Context: an optimization exercise on an open-source flow, tuned for small area, a short achievable clock period and few clock cycles per item. The choices shown serve that exercise and are no tape-out recipe. Function was checked by simulation only, so behaviour that the tests miss may differ from the original.

$ cat flow/config.mk
export PLATFORM = sky130hd
export DESIGN_NAME = fx_sha256
export DESIGN_NICKNAME = fx_sha256
export VERILOG_FILES = /design/flow/design.v
export SDC_FILE = /design/flow/constraint.sdc
export NUM_CORES = 4
export LEC_CHECK = 0
export ABC_AREA = 1
export CAP_MARGIN = 20
export CORE_MARGIN = 2
export CORE_UTILIZATION = 40
export CTS_CLUSTER_DIAMETER = 100
export CTS_CLUSTER_SIZE = 24
export SLEW_MARGIN = 20
$ cat flow/constraint.sdc
create_clock -name core_clock -period 10.0 [get_ports {clk}]
set_input_delay 2.0000 -clock core_clock [delete_from_list [all_inputs] [get_ports {clk}]]
set_output_delay 2.0000 -clock core_clock [all_outputs]
set_load 0.01 [all_outputs]
$ cat flow/design.v
module fx_sha256 (
    input  wire         clk,
    input  wire         rst,      
    input  wire         start,    
    input  wire         init,     
    input  wire [511:0] block,    
    output wire         ready,    
    output reg          done,     
    output wire [255:0] digest    
);
  localparam [255:0] IV = {32'h6a09e667, 32'hbb67ae85, 32'h3c6ef372, 32'ha54ff53a,
                           32'h510e527f, 32'h9b05688c, 32'h1f83d9ab, 32'h5be0cd19};
  reg         busy;      
  reg         fin;       
  reg         pend;      
  reg         initn;     
  reg         initf;     
  reg  [5:0]  rk;        
  reg  [2:0]  ph;        
  reg  [31:0] q [0:4];   
  reg  [31:0] p [0:4];   
  reg  [31:0] w [0:15];  
  reg  [31:0] a, b, c, d, e, f, g, h;
  reg  [31:0] x;         
  reg  [31:0] kr;        
  reg         rdy;       
  wire ld = fin | pend & ~busy;
  wire       accept = start & rdy;
  wire       fin_n  = busy & (rk == 6'd0);
  wire       busy_n = busy ? (rk != 6'd0) : pend;
  wire       pend_n = accept;
  wire [2:0] ph_n   = (ph == 3'd4) ? 3'd0 : ph + 3'd1;
  wire [5:0] rk_n   = ((busy & (rk != 6'd0)) | (~busy & pend)) ? rk + 6'd1 : 6'd0;
  wire       rdy_n  = busy_n ? (rk_n == 6'd0) : (~fin_n & ~pend_n & (ph_n == 3'd3));
  wire [31:0] s1  = {e[5:0], e[31:6]} ^ {e[10:0], e[31:11]} ^ {e[24:0], e[31:25]};
  wire [31:0] ch  = g ^ (e & (f ^ g));
  wire [31:0] s0  = {a[1:0], a[31:2]} ^ {a[12:0], a[31:13]} ^ {a[21:0], a[31:22]};
  wire [31:0] maj = (a & b) | (c & (a | b));
  function [63:0] csa(input [31:0] i0, input [31:0] i1, input [31:0] i2);
    csa = {i0 ^ i1 ^ i2, ((i0 & i1) | (i2 & (i0 | i1))) << 1};
  endfunction
  wire [63:0] e1  = csa(d, x, ch);
  wire [63:0] e2  = csa(e1[63:32], e1[31:0], s1);
  wire [31:0] e_n = e2[63:32] + e2[31:0];
  wire [63:0] a1  = csa(x, ch, maj);
  wire [63:0] a2  = csa(s1, s0, a1[63:32]);
  wire [63:0] a3  = csa(a2[63:32], a2[31:0], a1[31:0]);
  wire [31:0] a_n = a3[63:32] + a3[31:0];
  wire [31:0] ss0   = {w[1][6:0], w[1][31:7]} ^ {w[1][17:0], w[1][31:18]} ^ (w[1] >> 3);
  wire [31:0] ss1   = {w[14][16:0], w[14][31:17]} ^ {w[14][18:0], w[14][31:19]} ^ (w[14] >> 10);
  wire [31:0] w_new = ss1 + w[9] + ss0 + w[0];
  wire        addst = fin | (busy & ((rk >= 6'd62) | (rk == 6'd0)));
  reg  [31:0] iv_a, iv_e;
  always @(*) begin
    case (ph)
      3'd1: begin iv_a = IV[159:128]; iv_e = IV[31:0];   end
      3'd2: begin iv_a = IV[191:160]; iv_e = IV[63:32];  end
      3'd3: begin iv_a = IV[223:192]; iv_e = IV[95:64];  end
      default: begin iv_a = IV[255:224]; iv_e = IV[127:96]; end
    endcase
  end
  wire [31:0] fa_a = (initf ? iv_a : q[4]) + (addst ? a : 32'd0);
  wire [31:0] fa_e = (initf ? iv_e : p[4]) + (addst ? e : 32'd0);
  reg  [31:0] k_n;
  always @(*) begin
    case (rk_n)
      6'd0:  k_n = 32'h428a2f98; 6'd1:  k_n = 32'h71374491;
      6'd2:  k_n = 32'hb5c0fbcf; 6'd3:  k_n = 32'he9b5dba5;
      6'd4:  k_n = 32'h3956c25b; 6'd5:  k_n = 32'h59f111f1;
      6'd6:  k_n = 32'h923f82a4; 6'd7:  k_n = 32'hab1c5ed5;
      6'd8:  k_n = 32'hd807aa98; 6'd9:  k_n = 32'h12835b01;
      6'd10: k_n = 32'h243185be; 6'd11: k_n = 32'h550c7dc3;
      6'd12: k_n = 32'h72be5d74; 6'd13: k_n = 32'h80deb1fe;
      6'd14: k_n = 32'h9bdc06a7; 6'd15: k_n = 32'hc19bf174;
      6'd16: k_n = 32'he49b69c1; 6'd17: k_n = 32'hefbe4786;
      6'd18: k_n = 32'h0fc19dc6; 6'd19: k_n = 32'h240ca1cc;
      6'd20: k_n = 32'h2de92c6f; 6'd21: k_n = 32'h4a7484aa;
      6'd22: k_n = 32'h5cb0a9dc; 6'd23: k_n = 32'h76f988da;
      6'd24: k_n = 32'h983e5152; 6'd25: k_n = 32'ha831c66d;
      6'd26: k_n = 32'hb00327c8; 6'd27: k_n = 32'hbf597fc7;
      6'd28: k_n = 32'hc6e00bf3; 6'd29: k_n = 32'hd5a79147;
      6'd30: k_n = 32'h06ca6351; 6'd31: k_n = 32'h14292967;
      6'd32: k_n = 32'h27b70a85; 6'd33: k_n = 32'h2e1b2138;
      6'd34: k_n = 32'h4d2c6dfc; 6'd35: k_n = 32'h53380d13;
      6'd36: k_n = 32'h650a7354; 6'd37: k_n = 32'h766a0abb;
      6'd38: k_n = 32'h81c2c92e; 6'd39: k_n = 32'h92722c85;
      6'd40: k_n = 32'ha2bfe8a1; 6'd41: k_n = 32'ha81a664b;
      6'd42: k_n = 32'hc24b8b70; 6'd43: k_n = 32'hc76c51a3;
      6'd44: k_n = 32'hd192e819; 6'd45: k_n = 32'hd6990624;
      6'd46: k_n = 32'hf40e3585; 6'd47: k_n = 32'h106aa070;
      6'd48: k_n = 32'h19a4c116; 6'd49: k_n = 32'h1e376c08;
      6'd50: k_n = 32'h2748774c; 6'd51: k_n = 32'h34b0bcb5;
      6'd52: k_n = 32'h391c0cb3; 6'd53: k_n = 32'h4ed8aa4a;
      6'd54: k_n = 32'h5b9cca4f; 6'd55: k_n = 32'h682e6ff3;
      6'd56: k_n = 32'h748f82ee; 6'd57: k_n = 32'h78a5636f;
      6'd58: k_n = 32'h84c87814; 6'd59: k_n = 32'h8cc70208;
      6'd60: k_n = 32'h90befffa; 6'd61: k_n = 32'ha4506ceb;
      6'd62: k_n = 32'hbef9a3f7; default: k_n = 32'hc67178f2;
    endcase
  end
  wire [31:0] x_h  = busy ? g : (initn ? IV[31:0] : p[2]);
  wire [63:0] x1   = csa(x_h, kr, w[0]);
  wire [31:0] x_n  = x1[63:32] + x1[31:0];
  assign ready  = rdy;
  assign digest = {q[0], q[1], q[2], q[3], p[0], p[1], p[2], p[3]};
  integer i;
  always @(posedge clk) begin
    for (i = 0; i < 15; i = i + 1)
      w[i] <= ready ? block[511 - 32*i -: 32] : w[i + 1];
    w[15] <= ready ? block[31:0] : w_new;
    x  <= x_n;
    kr <= k_n;
    if (busy)
      {a, b, c, d, e, f, g, h} <= {a_n, a, b, c, e_n, e, f, g};
    else
      {a, b, c, d, e, f, g, h} <= initn ? IV : {fa_a, q[0], q[1], q[2], fa_e, p[0], p[1], p[2]};
    q[0] <= fa_a; q[1] <= q[0]; q[2] <= q[1]; q[3] <= q[2]; q[4] <= q[3];
    p[0] <= fa_e; p[1] <= p[0]; p[2] <= p[1]; p[3] <= p[2]; p[4] <= p[3];
    if (ready) initn <= init;
    if (rst) begin
      busy  <= 1'b0;
      fin   <= 1'b0;
      pend  <= 1'b0;
      done  <= 1'b0;
      initf <= 1'b0;
      rk    <= 6'd0;
      ph    <= 3'd3;
      rdy   <= 1'b1;
    end else begin
      done <= fin;
      fin  <= fin_n;
      busy <= busy_n;
      pend <= pend_n;
      ph   <= ph_n;
      rk   <= rk_n;
      rdy  <= rdy_n;
      if (~busy & ld) initf <= pend & initn;
    end
  end
endmodule
$ cat flow/flow/run.sh
#!/bin/bash
# Own layout flow: the standard flow (ORFS synthesis through the standard flow's synthesis
# script, floorplan, power grid, placement, CTS, routing) with three changes:
#  - synthesis skips Yosys's quick generic ABC pass before adder extraction
#    (SYNTH_ARGS=-noabc); the final ABC mapping still runs;
#  - port buffers are the smallest buffer instead of a delay cell;
#  - timing repair aims for a setup margin of 6.0 ns.
# The clock period and constraints are the design's.
set -euo pipefail
bash standard.sh "SYNTH_ARGS=-noabc" "SETUP_SLACK_MARGIN=6.0" \
  "BUFFER_PORTS_ARGS=-inputs -outputs -buffer_cell sky130_fd_sc_hd__buf_1" \
  finish > standard_make.log 2>&1
$ cat flow/standard.sh
#!/bin/bash
# synth_recipe.tcl (not shown) runs the flow's synth.tcl, then flattens the netlist and writes it again
# the make line also repeats each setting of config.mk as NAME=value (left out here)
make -C /OpenROAD-flow-scripts/flow DESIGN_CONFIG=/design/flow/config.mk WORK_HOME=/design/flow/orfs CLKGATE_MAP_FILE= SYNTH_SCRIPT=/design/flow/synth_recipe.tcl "${@:-finish}"
==> results.json, run 1 <==
{
  "synth_top_family_by_area": "simple AND/OR/NAND/NOR gates",
  "cp_slowest_stage_delay_ns": 0.57,
  "crit_top_cell": "nand2_1",
  "whs_endpoint": "p[4][19]",
  "grtUsageTotal": 0.348,
  "grt_pass1_wl_mm": 356,
  "slowest_stage": "fa_1",
  "worstSetupStartpointType": "register",
  "die_h_um": 379,
  "r2r_end": "a[27]",
  "hold_class": "register to register",
  "setup_ws_ns": 6.05,
  "syn-cell-area_um2": 56200,
  "antenna_found_initial": 21,
  "ys_seq_area_frac": 0.405,
  "slew_headroom": 0.214,
  "dp_slack_ns": 4.92,
  "fin_skew_ns": 0.0397,
  "grt_max_degree": 219,
  "drive_above_1_share": 0.0531,
  "antenna_violating_nets_post_route": 0,
  "critPathArrivalTime_ns": 4.59,
  "synth_compound_area_frac": 0.0725,
  "grt_overflow": 0,
  "multi_input_area_um2": 30800,
  "min_path_cells": 0,
  "synth-edff-count": 1,
  "worstPathCellList": "maj3_1 > fa_1 > fa_1 > fa_1 > ha_4 > nand2_1 > nor2_2 > nand2_1 > nor3_1 > nand2_1 > nand4_1 > nand3_1 > nand2_1 > inv_1",
  "syn-num-nets": 8309,
  "status": "finished clean",
  "layout.area.seq_um2": 22900,
  "cts.path.max_buffers": 3,
  "ios": 774,
  "cts_root_buffer": "clkbuf_16",
  "hpwl_mm": 211,
  "fp-row-count": 137,
  "cts-buffers-inserted": 58,
  "synth-xor-area-share": 0.0486,
  "setup_viol_count_final": 0,
  "r2r_setup_slack_ns": 6.05,
  "path_clk_slew_ns": 0.11,
  "grt_pass1_vias": 49900,
  "syn2layout_area_growth_pct": 13.4,
  "worstHoldStart": "p[3][19]",
  "cp_max_fo": 6,
  "cp_num_buf_inv": 1,
  "gp_congestion": 1.02,
  "initial_core_util": 0.403,
  "clkLatencyLatePin_ns": 0.75,
  "cts_tree": "yes",
  "min_period_ns": 3.95,
  "drc_errors": 0,
  "initialDrtViolationCount": 4820,
  "wirelength_mm": 257,
  "cts.sinks": 1136,
  "cp-end-kind": "register",
  "yosys-mux-area-fraction": 0,
  "syn_area_per_cell_um2": 7.65,
  "synth_adder_area_share": 0.137,
  "fin_util": 0.457,
  "crit_family": "adder cells",
  "first_pass_iters": 8,
  "critPathRequiredTime_ns": 10.64,
  "drv_slew": 0,
  "cts_max_level": 2,
  "yosys_warnings": 4,
  "r2r_cells": 14,
  "via_count": 51300,
  "synth-simple-area-share": 0.275,
  "dieArea_um2": 144000,
  "wl_per_cell_um": 26.1,
  "synth_ff_type": "dfxtp_1",
  "numPortBuffers": 773,
  "synth_cell_type_count": 50,
  "finalHoldViolCount": 0,
  "async_flop_share": 0,
  "maxCapViolCount": 0,
  "synth_cells": 7351,
  "fill_cells": 14400,
  "setup_tns_ns": 0,
  "final_nets": 8921,
  "core-area_um2": 140000,
  "fmax_mhz": 253,
  "die_w_um": 379,
  "reg2reg_from": "a[26]",
  "critPathKind": "register to register",
  "tightest_slew_ns": 1.17,
  "ys_ff_latch": 1136,
  "via_per_inst": 5.20,
  "post-route-period-util": 0.395,
  "rsz0062_at_grt": "yes"
}
[worst max path at each step]
stage,cells after the start,to,start,slack [ns]
2_1_floorplan,17,a[30],e[2],6.28
3_3_place_gp,19,a[14],busy,4.94
3_5_place_dp,19,e[9],busy,4.92
4_1_cts,13,x[31],initn,5.98
5_1_grt,16,a[23],a[13],5.94
6_report,14,a[27],a[26],6.05
[what timing repair did]
action	4_1_cts	5_1_grt
pin swaps	1	13
setup endpoints to repair	167	109
setup buffers	10	17
gates resized for setup	170	194
gates cloned	2	1
hold buffers	0	0
[cell usage in the layout (no fill, tap or decap), types with 42 or more instances in the layout]
master        n
buf_4        42
fa_1        246
clkbuf_16    59
dfxtp_1    1049
inv_1       608
a21oi_1     226
o22a_1       87
nand4_1      67
nand2_1    2928
ha_1        163
nor2_1      315
buf_1       773
dfxtp_2      63
xnor2_1     219
o21ai_0     154
nand3_1     394
a22o_1       67
xor2_1       73
[final cells by class]
class | count | area share
timing repair buffer | 830 | 0.0554
inverter | 625 | 0.0374
sequential | 1136 | 0.359
tap | 1876 | 0.0368
clock inverter | 17 | 0.00381
multi-input combinational | 5312 | 0.484
clock buffer | 63 | 0.0235
antenna | 6 | 0.000235
[registers in the layout, summed over array words and instances (netlist names), 3 cells and up]
register and cells:
a 32, b 32, c 32, g 32
e 32, f 32, q 160, ph 3
w 512, rk 6, p 160, kr 32
x 32, d 32
[worst reg2reg max path: stages, from the launching register on]
cell and delay, ns:
dfxtp_2 0.41, maj3_1 0.44, fa_1 0.53, fa_1 0.42, fa_1 0.57, ha_4 0.35, nand2_1 0.11, nor2_2 0.20
nand2_1 0.15, nor3_1 0.16, nand2_1 0.13, nand4_1 0.09, nand3_1 0.14, nand2_1 0.11, inv_1 0.04
[cells by family (layout without fill, tap and decap cells)]
logic type | after synthesis | in the layout
buffers and inverters | 903 | 1535
other | 0 | 6
DFF | 1136 | 1136
xor gates and xnor gates | 312 | 312
adders and majority gates | 473 | 473
and+or+nand+nor | 3858 | 3858
AOI/OAI and AO/OA | 669 | 669
[through the flow]
| stage | cells | hold slack, ns | cell area (µm²) |
|---|---|---|---|
| 2_1_floorplan | 7351 | 0.382 | 56200 |
| 3_3_place_gp | 9749 | 0.333 | 60600 |
| 3_5_place_dp | 9749 | 0.335 | 60600 |
| 4_1_cts | 9841 | 0.346 | 62900 |
| 5_1_grt | 9864 | 0.359 | 63800 |
| 6_report | 9865 | 0.349 | 63800 |
[Yosys cell counts (4+ instances only)]
| cell | count | area share |
|---|---|---|
| buf_1 | 13 | 0.00087 |
| nor2_1 | 335 | 0.022 |
| ha_1 | 191 | 0.043 |
| nor3_1 | 45 | 0.0040 |
| nand3_1 | 398 | 0.035 |
| a21oi_1 | 244 | 0.022 |
| nand4_1 | 67 | 0.0075 |
| o211ai_1 | 14 | 0.0019 |
| xnor2_1 | 236 | 0.037 |
| dfxtp_1 | 1135 | 0.40 |
| o22a_1 | 87 | 0.014 |
| a31oi_1 | 4 | 0.00044 |
| a21o_1 | 7 | 0.00093 |
| o21bai_1 | 21 | 0.0028 |
| and2_1 | 20 | 0.0022 |
| a22o_1 | 67 | 0.010 |
| xor2_1 | 76 | 0.012 |
| or2_2 | 10 | 0.0011 |
| inv_2 | 9 | 0.00060 |
| clkbuf_1 | 227 | 0.015 |
| fa_1 | 251 | 0.089 |
| nand3b_1 | 18 | 0.0024 |
| nand2_1 | 2940 | 0.20 |
| buf_4 | 4 | 0.00053 |
| o22ai_1 | 10 | 0.0011 |
| maj3_1 | 31 | 0.0055 |
| nor4_1 | 5 | 0.00056 |
| inv_1 | 613 | 0.041 |
| buf_2 | 30 | 0.0027 |
| o21ai_0 | 203 | 0.018 |
[layer usage]
layer	track usage	vias to the layer above	part of all wire
met2	0.593	2194	0.48
li1	-	24300	-
met1	0.414	24300	0.38
met5	0	-	0.00058
met4	0.211	22	0.070
met3	0.0487	489	0.066
Testbench counts, summed over its fixed seeds: cycles 83,224, blocks 1,280.
==> inputs of run 2 (changes only) <==
==> flow/flow/run.sh (replaced) <==
#!/bin/bash
# Own layout flow: the standard flow (ORFS synthesis through the standard flow's synthesis
# script, floorplan, power grid, placement, CTS, routing) with three changes:
#  - synthesis skips Yosys's quick generic ABC pass before adder extraction
#    (SYNTH_ARGS=-noabc); the final ABC mapping still runs;
#  - port buffers are the smallest buffer instead of a delay cell;
#  - timing repair aims for a setup margin of 6.4 ns.
# The clock period and constraints are the design's.
set -euo pipefail
bash standard.sh "SYNTH_ARGS=-noabc" "SETUP_SLACK_MARGIN=6.4" \
  "BUFFER_PORTS_ARGS=-inputs -outputs -buffer_cell sky130_fd_sc_hd__buf_1" \
  finish > standard_make.log 2>&1
==> results.json, run 2 <==
{
  "ios": 774,
  "cts-buffers-inserted": 58,
  "top_register": "w",
  "dp_slack_ns": 4.73,
  "grt_use_met2": 0.625,
  "hold_class": "register to register",
  "setup_tns_ns": 0,
  "cts_root_buffer": "clkbuf_16",
  "cts_max_level": 2,
  "grt_pass1_wl_mm": 370,
  "yosys-top-cells-count": "nand2_1, dfxtp_1, inv_1, nand3_1, nor2_1",
  "ys_seq_area_frac": 0.405,
  "min_period_ns": 3.74,
  "via_count": 52600,
  "gp_congestion": 1.03,
  "core-area_um2": 140000,
  "yosysTopAreaCell": "dfxtp_1",
  "fill_cells": 14200,
  "ys_ff_latch": 1136,
  "use_met1": 0.436,
  "largestRegisters": "w: 512 flops, p: 160 flops, q: 160 flops",
  "final_area_um2": 67100,
  "min_path_cells": 0,
  "dieArea_um2": 144000,
  "synth-edff-count": 1,
  "drive_above_1_share": 0.116,
  "cts.sinks": 1136,
  "cts_hold_buffers": 0,
  "synth_cells": 7351,
  "setup_viol_count_final": 0,
  "grt_busiest_layer": "met2",
  "grt_pass1_vias": 50600,
  "clkLatencyLatePin_ns": 0.76,
  "grt_overflow": 0,
  "async_flop_share": 0,
  "slowest_stage": "xnor2_1",
  "die_w_um": 379,
  "cp_num_buf_inv": 4,
  "worstHoldStart": "q[3][24]",
  "via_per_inst": 5.26,
  "initialDrtViolationCount": 4611,
  "path_clk_slew_ns": 0.10,
  "critPathKind": "register to register",
  "cts.path.max_buffers": 3,
  "drv_slew": 0,
  "r2r_end": "a[19]",
  "wirelength_mm": 268,
  "synth_top_area_share": 0.404,
  "yosysMostFrequentCell": "nand2_1",
  "syn2layout_area_growth_pct": 19.3,
  "crit_family": "adder cells",
  "critPathRequiredTime_ns": 10.65,
  "largest_reg_flops": 512,
  "hpwl_mm": 220,
  "numPortBuffers": 773,
  "worstSetupStartpointType": "register",
  "r2r_cells": 16,
  "final_common_cell": "nand2_1",
  "worstPathCellList": "buf_12 > xnor2_1 > xnor2_1 > fa_1 > fa_1 > ha_4 > nand2_2 > inv_2 > nand2_4 > nor2_4 > nand4_1 > buf_4 > nand4_1 > nand3_1 > nand2_1 > inv_1",
  "whs_endpoint": "q[4][24]",
  "cp_slowest_stage_delay_ns": 0.55,
  "wl_per_cell_um": 26.8,
  "first_pass_iters": 6,
  "tightest_slew_ns": 1.15,
  "setup_ws_ns": 6.26,
  "met3_usage": 0.0479,
  "reg2reg_from": "e[21]",
  "rsz0062_at_grt": "yes",
  "drc_errors": 0,
  "grt_max_degree": 242,
  "initial_core_util": 0.403,
  "cts_tree": "yes",
  "finalHoldViolCount": 0,
  "cp-end-kind": "register",
  "antenna_found_initial": 57,
  "syn_area_per_cell_um2": 7.65,
  "place_area_um2": 60700,
  "syn-cell-area_um2": 56200,
  "grtUsageTotal": 0.362,
  "maxCapViolCount": 0,
  "die_h_um": 379,
  "r2r_setup_slack_ns": 6.26,
  "cp_max_fo": 4,
  "placed_cells": 9756,
  "yosys_warnings": 4,
  "synth_ff_type": "dfxtp_1",
  "final-instance-count-excl-fill": 9997,
  "fp-row-count": 137,
  "synth_cell_type_count": 50,
  "layout_common_cells": "nand2_1, dfxtp_1, buf_1",
  "syn-num-nets": 8309,
  "fmax_mhz": 267,
  "yosys-top-cells-area": "dfxtp_1, nand2_1, fa_1",
  "final_nets": 9027,
  "status": "finished clean",
  "fin_skew_ns": 0.0483,
  "post-route-period-util": 0.374,
  "slew_headroom": 0.228,
  "critPathArrivalTime_ns": 4.40,
  "antenna_violating_nets_post_route": 0
}
[run 2: cell counts after synthesis]
No cell type changed its count.
[run 2: routing by layer]
layer	vias to the layer above	wire length, µm	part of all wire
li1	24600	-	-
met4	30	16700	0.062
met1	25300	104000	0.39
met2	2245	130000	0.49
met3	551	17100	0.064
met5	-	211	0.00079
[run 2: cell type report]
type	instances	area, µm²	area share
flip-flops and latches	1136	23100	0.344
multi-input cells	5313	33000	0.492
diodes	32	80.1	0.00119
well taps	1876	2350	0.0350
clock buffers	61	1470	0.0219
repair buffers	935	4350	0.0648
clock inverters	19	337	0.00502
inverters	625	2390	0.0357
[run 2: cells by family (layout without fill, tap and decap cells)]
logic type / Yosys count / in the layout / synth area share
fa+ha+maj: 473 / 473 / 0.137
simple gates: 3858 / 3859 / 0.275
flops: 1136 / 1136 / 0.405
compound gates: 669 / 669 / 0.0725
other cells: 0 / 32 / 0
xor+xnor: 312 / 312 / 0.0486
buf+inv: 903 / 1640 / 0.0616
[run 2: timing repair]
item	in CTS	in global routing
setup endpoints to repair	211	128
pin swaps	66	91
cloned	2	0
resized for setup	614	363
hold endpoints to repair	0	0
setup buffers	69	58
[run 2: how the worst max path moves through the flow]
| stage | start | end | slack (ns) | cells after the start |
|---|---|---|---|---|
| final | e[21] | a[19] | 6.26 | 16 |
| after global placement | initf | a[20] | 4.72 | 17 |
| after CTS | a[12] | a[20] | 6.26 | 14 |
| after detailed placement | rk[0] | a[20] | 4.73 | 19 |
| after floorplan | a[2] | a[30] | 6.40 | 17 |
| after global routing | a[9] | a[23] | 6.15 | 18 |
[run 2: worst register-to-register path: cells and delay by family, from the launching register on]
family | cells | cell delay [ns]
simple gates | 7 | 0.75
xor+xnor | 2 | 0.69
buf+inv | 4 | 0.51
fa+ha+maj | 3 | 1.35
flops | 1 | 0.38
[run 2: stage by stage]
stage / hold slack, ns / utilization
2_1_floorplan: 0.382 / -
5_1_grt: 0.363 / 0.481
3_5_place_dp: 0.337 / 0.435
3_3_place_gp: 0.332 / 0.435
6_report: 0.350 / 0.481
4_1_cts: 0.354 / 0.467
==> inputs of run 3 (changes only) <==
==> flow/flow/run.sh (replaced) <==
#!/bin/bash
# Own layout flow: the standard flow (ORFS synthesis through the standard flow's synthesis
# script, floorplan, power grid, placement, CTS, routing) with three changes:
#  - synthesis skips Yosys's quick generic ABC pass before adder extraction
#    (SYNTH_ARGS=-noabc); the final ABC mapping still runs;
#  - port buffers are the smallest buffer instead of a delay cell;
#  - timing repair aims for a setup margin of 6.2 ns.
# The clock period and constraints are the design's.
set -euo pipefail
bash standard.sh "SYNTH_ARGS=-noabc" "SETUP_SLACK_MARGIN=6.2" \
  "BUFFER_PORTS_ARGS=-inputs -outputs -buffer_cell sky130_fd_sc_hd__buf_1" \
  finish > standard_make.log 2>&1
==> results.json, run 3 <==
{
  "drc_errors": 0,
  "largestRegisters": "w: 512 flops, p: 160 flops, q: 160 flops",
  "dieArea_um2": 144000,
  "yosys-top-cells-count": "nand2_1, dfxtp_1, inv_1, nand3_1, nor2_1",
  "whs_endpoint": "p[4][19]",
  "initial_core_util": 0.403,
  "via_count": 51900,
  "wirelength_mm": 259,
  "grtUsageTotal": 0.348,
  "multi_input_area_um2": 31600,
  "r2r_end": "a[11]",
  "core-area_um2": 140000,
  "reg2reg_from": "e[17]",
  "dp_slack_ns": 4.92,
  "antenna_found_initial": 21,
  "cts.sinks": 1136,
  "yosys-top-cells-area": "dfxtp_1, nand2_1, fa_1",
  "layout.area.seq_um2": 23000,
  "setup_viol_count_final": 0,
  "gp_congestion": 1.02,
  "cts_root_buffer": "clkbuf_16",
  "cts-buffers-inserted": 58,
  "setup_tns_ns": 0,
  "top_register": "w",
  "grt_pass1_vias": 50100,
  "clkLatencyLatePin_ns": 0.75,
  "fmax_mhz": 264,
  "cts_tree": "yes",
  "critPathRequiredTime_ns": 10.59,
  "ios": 774,
  "grt_max_degree": 219,
  "ys_ff_latch": 1136,
  "first_pass_iters": 8,
  "layout_common_cells": "nand2_1, dfxtp_1, buf_1",
  "grt_overflow": 0,
  "numPortBuffers": 773,
  "critPathKind": "register to register",
  "synth-edff-count": 1,
  "antenna_violating_nets_post_route": 0,
  "status": "finished clean",
  "slew_headroom": 0.337,
  "post-route-period-util": 0.378,
  "fin_util": 0.467,
  "die_h_um": 379,
  "die_w_um": 379,
  "synth_cells": 7351,
  "final_nets": 8969,
  "cp_max_fo": 7,
  "fin_skew_ns": 0.0423,
  "hold_class": "register to register",
  "min_period_ns": 3.78,
  "fill_cells": 14300,
  "wl_per_cell_um": 26.1,
  "rsz0062_at_grt": "yes",
  "synth_cell_type_count": 50,
  "async_flop_share": 0,
  "critPathArrivalTime_ns": 4.38,
  "initialDrtViolationCount": 4873,
  "path_clk_slew_ns": 0.11,
  "grt_pass1_wl_mm": 356,
  "drive_above_1_share": 0.0786,
  "finalHoldViolCount": 0,
  "maxCapViolCount": 0,
  "setup_ws_ns": 6.22,
  "largest_reg_flops": 512,
  "ys_seq_area_frac": 0.405,
  "drv_slew": 0,
  "cts.path.max_buffers": 3,
  "final_common_cell": "nand2_1",
  "r2r_setup_slack_ns": 6.22,
  "whs_ns": 0.346,
  "syn_area_per_cell_um2": 7.65,
  "synth_top_area_share": 0.404,
  "tightest_slew_ns": 0.995,
  "via_per_inst": 5.23,
  "yosys_warnings": 4,
  "cts_max_level": 2,
  "fp-row-count": 137,
  "syn-cell-area_um2": 56200,
  "hpwl_mm": 211,
  "cp-end-kind": "register",
  "worstSetupStartpointType": "register",
  "min_path_cells": 0,
  "yosysTopAreaCell": "dfxtp_1",
  "syn2layout_area_growth_pct": 15.8,
  "yosysMostFrequentCell": "nand2_1",
  "synth_ff_type": "dfxtp_1",
  "cts_hold_buffers": 0,
  "r2r_cells": 14,
  "worstHoldStart": "p[3][19]",
  "syn-num-nets": 8309
}
[run 3: cell families after synthesis]
kind of cell               Yosys count  synth area share
AOI/OAI and AO/OA                  669            0.0725
DFF                               1136             0.405
buffers and inverters              903            0.0616
adders and majority gates          473             0.137
and+or+nand+nor                   3858             0.275
xor gates and xnor gates           312            0.0486
[run 3: routing by layer]
metal,up-vias,track usage,share of wire
li1,24400,-,-
met1,24600,0.414,0.38
met2,2306,0.593,0.48
met3,563,0.0487,0.067
met4,22,0.214,0.075
met5,-,0,0.00057
[run 3: how the worst max path moves through the flow]
stage / from / end / cells after the start
2_1_floorplan: e[2] / a[30] / 17
3_3_place_gp: busy / a[14] / 19
3_5_place_dp: busy / e[9] / 19
4_1_cts: e[28] / a[30] / 14
5_1_grt: a[13] / a[23] / 16
6_report: e[17] / a[11] / 14
[run 3: critical path, cell delays in order (launching register included)]
cell	delay [ns]
dfxtp_4	0.42
xnor2_1	0.55
xor2_4	0.22
fa_1	0.62
fa_1	0.49
ha_4	0.33
nand2_2	0.09
nor2_2	0.12
nand2_1	0.08
nand3_2	0.10
nand2_1	0.06
nand2_1	0.13
a21oi_1	0.09
o21ai_1	0.22
o21ai_0	0.15
[run 3: cell type report]
type | count | area share
Multi-Input combinational cell | 5312 | 0.486
Sequential cell | 1136 | 0.353
Timing Repair Buffer | 878 | 0.0610
Inverter | 625 | 0.0368
Tap cell | 1876 | 0.0360
Clock buffer | 63 | 0.0230
Clock inverter | 17 | 0.00373
Antenna cell | 9 | 0.000346
[run 3: stage by stage]
stage | std cells | cell area, µm²
3_5_place_dp | 9749 | 60600
4_1_cts | 9849 | 63500
5_1_grt | 9912 | 65100
2_1_floorplan | 7351 | 56200
6_report | 9916 | 65100
3_3_place_gp | 9749 | 60600
[run 3: repair_timing]
| action | 4_1_cts | 5_1_grt |
|---|---|---|
| pin swaps | 8 | 53 |
| resized for setup | 314 | 284 |
| gates cloned | 2 | 2 |
| setup endpoints to repair | 195 | 114 |
| setup buffers | 18 | 56 |

static timing again, ports no longer ideal:
In the flow no input, the clock included, has a driving cell. The finished layouts below were timed again as built, in two steps.
Step 1: set_driving_cell puts a clkbuf_16 on clk and a buf_2 on each other input, an assumption about the parent block.
Step 2 moves the port delays by t, midway between the first and last clock arrival at a register: inputs arrive t later, outputs are due t later. That takes back most of the time a late clock gives input paths.
a / b / c = no drivers / after step 1 / after step 2; a / b = the first two.
run	t (ns)	setup slack, ns	worst data-port slew with drivers (ns)
run 1	0.814	6.051 / 6.051 / 6.051	0.12
run 2	0.823	6.256 / 6.256 / 6.256	0.26
run 3	0.817	6.216 / 6.216 / 6.216	0.11
After both steps setup and hold are still met in every run listed.
